Background: an optimization exercise with open tools, aiming at small area, a short achievable clock period and few clock cycles. Do not read the settings as production practice. The RTL was checked by simulation tests, not by an equivalence proof against the original design. No activity file was given, so power comes from the tool's default toggle rates.

[flow/run.sh]
#!/bin/bash
# synth_recipe.tcl (not shown) runs the flow's synth.tcl, then flattens the netlist and writes it again
# the make line also repeats each setting of config.mk as NAME=value (left out here)
make -C /OpenROAD-flow-scripts/flow DESIGN_CONFIG=/design/flow/config.mk WORK_HOME=/design/flow/orfs CLKGATE_MAP_FILE= SYNTH_SCRIPT=/design/flow/synth_recipe.tcl finish
[flow/config.mk]
export PLATFORM = sky130hd
export DESIGN_NAME = ce_exec
export DESIGN_NICKNAME = ce_exec
export VERILOG_FILES = /design/flow/design.v
export SDC_FILE = /design/flow/constraint.sdc
export NUM_CORES = 4
export LEC_CHECK = 0
export CAP_MARGIN = 40
export CORE_MARGIN = 2
export CORE_UTILIZATION = 40
export PLACE_DENSITY = 0.6
export SLEW_MARGIN = 30
[flow/constraint.sdc]
create_clock -name core_clock -period 16.0 [get_ports {clk}]
set_input_delay 3.2000 -clock core_clock [delete_from_list [all_inputs] [get_ports {clk}]]
set_output_delay 3.2000 -clock core_clock [all_outputs]
set_load 0.01 [all_outputs]
[flow/design.v]
module ce_exec (
    input  wire        clk,
    input  wire        rst,
    input  wire        in_valid,
    input  wire [31:0] in_instr,
    output wire        in_ready,
    output reg         wb_valid,
    output reg  [3:0]  wb_reg,
    output reg  [23:0] wb_data
);
    localparam [5:0] OP_NOP  = 6'h00, OP_LDI  = 6'h03, OP_MOV  = 6'h04,
                     OP_MOVS = 6'h05, OP_ADD  = 6'h08, OP_SUB  = 6'h09,
                     OP_ABS  = 6'h0A, OP_SHF  = 6'h0B, OP_MUL  = 6'h0C,
                     OP_MAC  = 6'h0D, OP_MSU  = 6'h0E, OP_MVA  = 6'h0F,
                     OP_DIV  = 6'h10, OP_PARK = 6'h16, OP_MINS = 6'h1A,
                     OP_MAXS = 6'h1B, OP_FCLR = 6'h2C;
    localparam F_SAT_ADD = 0, F_SAT_MUL = 1, F_SAT_ACC = 2, F_DIV_ZERO = 4;
    localparam signed [23:0] MAX24 = 24'sh7FFFFF;
    localparam signed [23:0] MIN24 = -24'sh800000;
    localparam signed [47:0] MAX48 = 48'sh7FFF_FFFF_FFFF;
    localparam signed [47:0] MIN48 = -48'sh8000_0000_0000;
    localparam signed [48:0] MAX48X = 49'sh0_7FFF_FFFF_FFFF;
    localparam signed [48:0] MIN48X = -49'sh0_8000_0000_0000;
    reg signed [23:0] w   [0:15];
    reg signed [47:0] acc [0:3];
    reg        [5:0]  flags;
    reg        [2:0]  win;
    reg        busy;
    reg [4:0]  step;
    reg [31:0] ir;
    reg signed [23:0] opa, opb, opa1, opb1;    
    reg signed [47:0] tmp;                     
    reg signed [23:0] best;                    
    reg [2:0]  best_pos;
    reg        div_neg;
    reg        div_sat;
    reg [23:0] div_den;
    reg [23:0] div_rem;
    reg [23:0] div_num_lo;
    reg [23:0] div_q;
    assign in_ready = !busy;
    wire [5:0] op  = ir[31:26];
    wire [3:0] rd  = ir[25:22];
    wire [3:0] ra  = ir[21:18];
    wire [1:0] rk  = ir[13:12];
    wire [3:0] sh  = ir[3:0];
    function automatic signed [49:0] rshr(input signed [49:0] x, input [5:0] s);
        reg signed [49:0] half;
        begin
            half = 50'sd1 <<< (s - 6'd1);
            if (x < 0)
                rshr = (x + half - 50'sd1) >>> s;
            else
                rshr = (x + half) >>> s;
        end
    endfunction
    function automatic sat24_ovf(input signed [49:0] x);
        sat24_ovf = (x > 50'sd8388607) || (x < -50'sd8388608);
    endfunction
    function automatic signed [23:0] sat24(input signed [49:0] x);
        if (x > 50'sd8388607)       sat24 = MAX24;
        else if (x < -50'sd8388608) sat24 = MIN24;
        else                        sat24 = x[23:0];
    endfunction
    reg signed [23:0] mul_x, mul_y;
    always @(*) begin
        mul_x = opa;
        mul_y = opb;
        if (op == OP_PARK) begin
            case (step[1:0])
                2'd0: begin mul_x = opa;  mul_y = opb1; end    
                2'd1: begin mul_x = opa1; mul_y = opb;  end    
                2'd2: begin mul_x = opa;  mul_y = opb;  end    
                default: begin mul_x = opa1; mul_y = opb1; end  
            endcase
        end
    end
    wire signed [47:0] prod = mul_x * mul_y;
    wire signed [24:0] add_r = opa + opb;
    wire signed [24:0] sub_r = opa - opb;
    wire signed [24:0] abs_r = (opa < 0) ? -opa : opa;
    wire signed [5:0] shf_n_raw = ir[5:0];
    wire signed [5:0] shf_n = (shf_n_raw > 6'sd23) ? 6'sd23 :
                              (shf_n_raw < -6'sd23) ? -6'sd23 : shf_n_raw;
    wire [5:0] shf_neg = -shf_n;
    wire signed [49:0] shf_l = $signed({{26{opa[23]}}, opa}) <<< shf_n;
    wire signed [49:0] shf_r = rshr({{26{opa[23]}}, opa}, shf_neg);
    wire signed [49:0] shf_r_full = (shf_n >= 0) ? shf_l : shf_r;
    wire [5:0] mul_s = 6'd23 - {2'b0, sh};
    wire signed [49:0] mul_r = rshr({{2{prod[47]}}, prod}, mul_s);
    wire signed [47:0] acc_k = acc[rk];
    wire signed [48:0] mac_base = ir[11] ? 49'sd0 : {acc_k[47], acc_k};
    wire signed [48:0] mac_r = (op == OP_MSU) ? mac_base - {prod[47], prod}
                                              : mac_base + {prod[47], prod};
    wire mac_ovf = (mac_r > MAX48X) || (mac_r < MIN48X);
    wire signed [47:0] mac_sat = (mac_r > MAX48X) ? MAX48 :
                                 (mac_r < MIN48X) ? MIN48 : mac_r[47:0];
    wire signed [49:0] mva_r = rshr({{2{acc_k[47]}}, acc_k}, mul_s);
    wire park_inv = ir[11];
    wire signed [48:0] park_first  = park_inv ? tmp - prod : tmp + prod;
    wire signed [48:0] park_second = park_inv ? tmp + prod : prod - tmp;
    wire signed [48:0] park_sum    = step[1] ? park_second : park_first;
    wire signed [49:0] park_r = rshr({park_sum[48], park_sum}, 6'd23);
    wire [2:0] mm_pos  = step[2:0] + 3'd1;       
    wire [3:0] mm_idx  = ra + {1'b0, mm_pos};
    wire signed [23:0] mm_cand = w[mm_idx];
    wire [2:0] mm_last = ir[13:11];                 
    wire mm_better = (op == OP_MINS) ? (mm_cand < best) : (mm_cand > best);
    wire [24:0] div_s1   = {div_rem, div_num_lo[23]};
    wire [25:0] div_t1   = {1'b0, div_s1} - {2'b0, div_den};
    wire        div_b1   = !div_t1[25];
    wire [23:0] div_r1   = div_b1 ? div_t1[23:0] : div_s1[23:0];
    wire [24:0] div_s2   = {div_r1, div_num_lo[22]};
    wire [25:0] div_t2   = {1'b0, div_s2} - {2'b0, div_den};
    wire        div_b2   = !div_t2[25];
    wire [23:0] div_r2   = div_b2 ? div_t2[23:0] : div_s2[23:0];
    wire [23:0] div_q2   = {div_q[21:0], div_b1, div_b2};
    wire [23:0] div_ua   = opa[23] ? -opa : opa;    
    wire [23:0] div_ub   = opb[23] ? -opb : opb;
    wire [46:0] div_unum = {23'd0, div_ua} << (6'd23 - {2'b0, sh});
    reg        wr_en;
    reg [3:0]  wr_idx;
    reg signed [23:0] wr_val;
    reg        done;
    reg [5:0]  flag_set;
    always @(*) begin
        wr_en    = 1'b0;
        wr_idx   = rd;
        wr_val   = 24'sd0;
        done     = 1'b1;
        flag_set = 6'd0;
        case (op)
            OP_LDI: begin
                wr_en  = 1'b1;
                wr_val = ir[21] ? {ir[20:0], 3'b000} : {{3{ir[20]}}, ir[20:0]};
            end
            OP_MOV: begin
                wr_en  = 1'b1;
                wr_val = opa;
            end
            OP_MOVS: begin
                wr_en  = 1'b1;
                wr_val = (ir[2:0] == 3'd3) ? {21'd0, win} : {18'd0, flags};
            end
            OP_ADD, OP_SUB: begin
                wr_en = 1'b1;
                if (ir[11]) begin
                    wr_val = (op == OP_ADD) ? add_r[23:0] : sub_r[23:0];
                end else begin
                    wr_val = sat24((op == OP_ADD) ? {{25{add_r[24]}}, add_r}
                                                   : {{25{sub_r[24]}}, sub_r});
                    flag_set[F_SAT_ADD] = sat24_ovf((op == OP_ADD) ? {{25{add_r[24]}}, add_r}
                                                                   : {{25{sub_r[24]}}, sub_r});
                end
            end
            OP_ABS: begin
                wr_en  = 1'b1;
                wr_val = sat24({{25{abs_r[24]}}, abs_r});
                flag_set[F_SAT_ADD] = sat24_ovf({{25{abs_r[24]}}, abs_r});
            end
            OP_SHF: begin
                wr_en  = 1'b1;
                wr_val = sat24(shf_r_full);
                flag_set[F_SAT_ADD] = sat24_ovf(shf_r_full);
            end
            OP_MUL: begin
                wr_en  = 1'b1;
                wr_val = sat24(mul_r);
                flag_set[F_SAT_MUL] = sat24_ovf(mul_r);
            end
            OP_MAC, OP_MSU: begin
                flag_set[F_SAT_ACC] = mac_ovf;
            end
            OP_MVA: begin
                wr_en  = 1'b1;
                wr_val = sat24(mva_r);
                flag_set[F_SAT_ACC] = sat24_ovf(mva_r);
            end
            OP_DIV: begin
                done = (step == 5'd12);
                if (step == 5'd12) begin
                    wr_en = 1'b1;
                    if (opb == 24'sd0) begin
                        flag_set[F_DIV_ZERO] = 1'b1;
                        wr_val = (opa > 0) ? MAX24 : (opa < 0) ? MIN24 : 24'sd0;
                    end else if (div_sat || (!div_neg && div_q2[23]) ||
                                 (div_neg && div_q2[23] && div_q2[22:0] != 23'd0)) begin
                        flag_set[F_SAT_MUL] = 1'b1;
                        wr_val = div_neg ? MIN24 : MAX24;
                    end else begin
                        wr_val = div_neg ? -div_q2 : div_q2;
                    end
                end
            end
            OP_PARK: begin
                done = (step == 5'd3);
                if (step[0]) begin
                    wr_en  = 1'b1;
                    wr_idx = step[1] ? rd + 4'd1 : rd;
                    wr_val = sat24(park_r);
                    flag_set[F_SAT_ADD] = sat24_ovf(park_r);
                end
            end
            OP_MINS, OP_MAXS: begin
                done = (mm_pos == mm_last);
                if (done) begin
                    wr_en  = 1'b1;
                    wr_val = mm_better ? mm_cand : best;
                end
            end
            default: ;
        endcase
    end
    integer i;
    always @(posedge clk) begin
        if (rst) begin
            for (i = 0; i < 16; i = i + 1) w[i] <= 24'sd0;
            for (i = 0; i < 4; i = i + 1) acc[i] <= 48'sd0;
            flags    <= 6'd0;
            win      <= 3'd0;
            busy     <= 1'b0;
            step     <= 5'd0;
            ir       <= 32'd0;
            opa      <= 24'sd0;
            opb      <= 24'sd0;
            opa1     <= 24'sd0;
            opb1     <= 24'sd0;
            tmp      <= 48'sd0;
            best     <= 24'sd0;
            best_pos <= 3'd0;
            div_neg  <= 1'b0;
            div_sat  <= 1'b0;
            div_den  <= 24'd0;
            div_rem  <= 24'd0;
            div_num_lo <= 24'd0;
            div_q    <= 24'd0;
            wb_valid <= 1'b0;
            wb_reg   <= 4'd0;
            wb_data  <= 24'd0;
        end else begin
            wb_valid <= 1'b0;
            if (!busy) begin
                if (in_valid) begin
                    ir       <= in_instr;
                    opa      <= w[in_instr[21:18]];
                    opb      <= w[in_instr[17:14]];
                    opa1     <= w[in_instr[21:18] + 4'd1];
                    opb1     <= w[in_instr[17:14] + 4'd1];
                    best     <= w[in_instr[21:18]];
                    best_pos <= 3'd0;
                    step     <= 5'd0;
                    busy     <= 1'b1;
                end
            end else begin
                step  <= step + 5'd1;
                flags <= flags | flag_set;
                if (wr_en) begin
                    w[wr_idx] <= wr_val;
                    wb_valid  <= 1'b1;
                    wb_reg    <= wr_idx;
                    wb_data   <= wr_val;
                end
                case (op)
                    OP_FCLR: flags <= flags & ~ir[5:0];
                    OP_MAC, OP_MSU: acc[rk] <= mac_sat;
                    OP_DIV: begin
                        if (step == 5'd0) begin
                            div_sat    <= (div_unum[46:24] >= div_ub);
                            div_neg    <= opa[23] ^ opb[23];
                            div_den    <= div_ub;
                            div_rem    <= {1'b0, div_unum[46:24]};
                            div_num_lo <= div_unum[23:0];
                            div_q      <= 24'd0;
                        end else begin
                            div_rem    <= div_r2;
                            div_num_lo <= {div_num_lo[21:0], 2'b00};
                            div_q      <= div_q2;
                        end
                    end
                    OP_PARK: if (!step[0]) tmp <= prod;
                    OP_MINS, OP_MAXS: begin
                        if (mm_better) begin
                            best     <= mm_cand;
                            best_pos <= mm_pos;
                        end
                        if (done) win <= mm_better ? mm_pos : best_pos;
                    end
                    default: ;
                endcase
                if (done) busy <= 1'b0;
            end
        end
    end
endmodule
==> flow_metrics.tcl <==
set metrics [dict create \
    vias 118516 \
    synthFlopType "edfxtp_1" \
    power.switching_mw 6.83 \
    crit_arrival_ps 16350 \
    leakage_nw 52.4 \
    cts-hold-fix-buffers 0 \
    postRouteWirelength_mm 547 \
    fin_skew_ps 161 \
    cp-end-kind "flop" \
    drtAntennaViolNets 0 \
    drtIter0Drc 16204 \
    crit_fanout 35 \
    setup_violations 0 \
    max_stage_delay_ps 730 \
    finalHoldViolCount 0 \
    synthArstFlopShare 0 \
    cts_tree "built" \
    vias_per_cell 6.47 \
    top_register "w" \
    crit_path_frequent_cell "buf_4" \
    initial_core_util 0.401 \
    relSlewSlack 0.299 \
    grt_start_max_net_pins 155 \
    hp-start "flags[5]" \
    h-tree-depth 3 \
    syn_area_sq_mm 0.121 \
    gp_congestion 1.06 \
    antenna_found_initial 44 \
    hold_class "reg2reg" \
    first_pass_iters 9 \
    hpwl_mm 422 \
    holdPathStages 2 \
    r2r_end "w[5][20]" \
    peakVddDrop_mv 0.120 \
    yosysUniqueCellTypes 123 \
    syn_inst 14305 \
    timing.rr.start "step[0]" \
    dieArea_sq_mm 0.308 \
    cts-buffers-inserted 118 \
    pin_count 65 \
    chipHeight_um 555 \
    p_sw_frac 0.495 \
    grt_use_total 0.345 \
    drc 0 \
    critPathLaunchType "flop" \
    grt.overflow.total 0 \
    clkSinkCount 921 \
    synth_area_leaders "edfxtp_1 14%, mux4_2 12%, fa_1 10%, ha_1 6.3%, nor2_1 5.8%" \
    areaGrowthSynthToFinish_pct 10.3 \
    period_needed_ps 15680 \
    p_per_area_mw_per_mm2 103 \
    worst_pin_slew_ps 1040 \
    final_util 0.442 \
    synth_edf_count 576 \
    yosys.area.top_type "edfxtp_1" \
    clock.fmax_mhz 63.8 \
    r2r_slack_ps 320 \
    clkPwrFrac 0.202 \
    cp_slowest_cell "a221oi_1" \
    core_sq_mm 0.302 \
    clk_pin_slew_ps 70 \
    fillCellCount 30029 \
    synth_top_area_frac 0.143 \
    clock_path_buffers 4 \
    fin_cells 18331 \
    required_ps 16670 \
    reg_top3 "w x384, acc x192, tmp x48" \
    r2r_cells 54 \
    syn-mean-instance-area_sq_um 8.48 \
    p_comb_frac 0.602 \
    routedWlPerCell_um 29.8 \
    holdPathEnd "flags[5]" \
    drive_above_1_share 0.136 \
    num_rows 202 \
    port_buffers 64 \
    yosysSeqAreaShare 0.200 \
    fin_crit_sh 0.980 \
    ys_seq_elements 921 \
    first_global_vias 110402 \
    die_w_um 555 \
    ys_warn_count 1 \
    largest_reg_flops 384 \
    seqPwrFrac 0.197 \
    crit_type "reg2reg" \
    cap_violations 0 \
    internal_power_mw 6.97 \
    grt_pass1_wl_mm 787 \
    outcome "no timing/DRC/antenna violations" \
    insertion_delay_ps 950 \
    dpl.cell_count 18070 \
    nets 15509 \
    root_buffer "clkbuf_16" \
    slew_violations 0 \
]
kinds of logic (layout without fill, tap and decap cells):
logic type | after synthesis | count (layout) | synth area share
other cells | 2 | 45 | 0.0000619
flops | 921 | 921 | 0.200
mux | 1048 | 1048 | 0.154
buf+inv | 1970 | 1975 | 0.0619
fa+ha+maj | 1236 | 1236 | 0.166
compound gates | 3518 | 3518 | 0.189
simple gates | 5104 | 5104 | 0.193
xor+xnor | 506 | 506 | 0.0368
cell type report:
| type | instances | area, sq um | share of cell area |
|---|---|---|---|
| tap | 3978 | 4980 | 0.0372 |
| multi-input combinational | 11442 | 90500 | 0.677 |
| sequential | 921 | 24200 | 0.181 |
| inverter | 1011 | 3800 | 0.0284 |
| antenna | 15 | 37.5 | 0.000281 |
| clock buffer | 146 | 3200 | 0.0239 |
| timing repair buffer | 753 | 6300 | 0.0471 |
| clock inverter | 65 | 678 | 0.00507 |
Yosys cell counts, types with 36 or more instances:
cell type,instances
mux4_2,640
clkbuf_1,769
nand2_1,1510
o31ai_1,83
a21oi_1,1061
buf_2,58
a21boi_0,49
nor3_1,310
and2_1,115
a31oi_1,141
a211oi_1,227
nand2b_1,116
and4_1,36
ha_1,608
a221oi_1,51
xor2_1,133
a221o_1,41
dfxtp_1,345
o21bai_1,81
nand3_1,238
a211o_1,54
or2_2,61
mux2_2,99
mux2i_1,309
nand4_1,145
buf_1,125
nor2_1,1887
a21o_1,169
or3_1,110
edfxtp_1,576
nor2b_1,160
or4_1,37
and3_1,90
xnor2_1,370
o221ai_1,37
a2111oi_0,51
o211ai_1,158
fa_1,619
a22oi_1,48
o21ai_0,648
nor4_1,108
inv_1,994
o22ai_1,63
o21a_1,128
worst max path at each step:
| stage | from | end |
|---|---|---|
| finish | step[0] | w[5][20] |
| global route | step[0] | w[9][17] |
| CTS | ir[30] | w[5][1] |
| detailed placement | ir[30] | w[3][6] |
| global placement | ir[30] | w[5][1] |
| floorplan | ir[2] | w[2][20] |
routing by layer:
metal | part of all wire | vias up | GRT usage
li1 | - | 51718 | -
met1 | 0.41 | 58120 | 0.487
met2 | 0.40 | 7448 | 0.475
met3 | 0.14 | 1198 | 0.113
met4 | 0.054 | 32 | 0.154
met5 | 0.00041 | - | 0
placed cells by master, fill, tap and decap left out, types with 305 or more instances in the layout:
cell,netlist,final
ha_1,608,601
mux4_2,640,640
nand2_1,1510,1506
inv_1,994,988
xnor2_1,370,356
dfxtp_1,345,334
edfxtp_1,576,576
o21ai_0,648,634
nor2_1,1887,1879
buf_4,1,610
nor3_1,310,305
fa_1,619,618
a21oi_1,1061,1057
power groups by stage:
stage          logic [mW]  clock network, mW  registers, mW
2_1_floorplan        4.95                  0           2.71
3_3_place_gp         7.91                  0           2.75
3_5_place_dp         7.90                  0           2.75
4_1_cts              7.95               2.80           2.70
5_1_grt              8.74               2.89           2.72
6_report             8.30               2.78           2.71
through the flow:
step | hold WS, ps | setup TNS, ps | cell area, sq um | setup WS (ps) | total power, mW
after global placement | 438 | -7110 | 129000 | -164 | 10.7
after CTS | 451 | 0 | 133000 | 11.0 | 13.5
after floorplan | 426 | 0 | 121000 | 55.9 | 7.65
after detailed placement | 438 | -514 | 129000 | -36.8 | 10.7
after global routing | 475 | -88.8 | 134000 | -23.0 | 14.3
final | 454 | 0 | 134000 | 317 | 13.8
what timing repair did:
action                     CTS  global route
pin swaps                    0             3
buffers inserted             0             9
setup endpoints to repair   37           474
gates resized for setup      3            50
worst max-delay path, delay by kind of cell, from the launching register on:
kind	cells	cell delay (ps)
simple gates	13	3160
compound gates	11	3460
mux	2	460
xor+xnor	1	200
flops	1	430
fa+ha+maj	10	4540
buf+inv	17	3140
Testbench counts, summed over its fixed seeds: cycles 58,124.

static timing again, ports no longer ideal:
How much do the figures lean on ideal ports? The routed layout below was timed once more, with nothing changed but the port constraints. Step 1: set_driving_cell puts a clkbuf_16 on clk and a buf_2 on each other input, an assumption about the parent block. Step 2 moves the port delays by t, midway between the first and last clock arrival at a register: inputs arrive t later, outputs are due t later. That takes back most of the time a late clock gives input paths. a / b / c = no drivers / after step 1 / after step 2; a / b = the first two.
shift t [ns]: 0.994
setup WS [ns]: 0.317 / 0.317 / 0.317
worst setup path after step 2: register to register
clock arrival spread, ns: 0.161 / 0.161
pins driven straight from the clock port: 1
After both steps this run still meets setup and hold. The setup slack of this run moves by 0.000 ns with the drivers and by 0.000 ns with both steps.
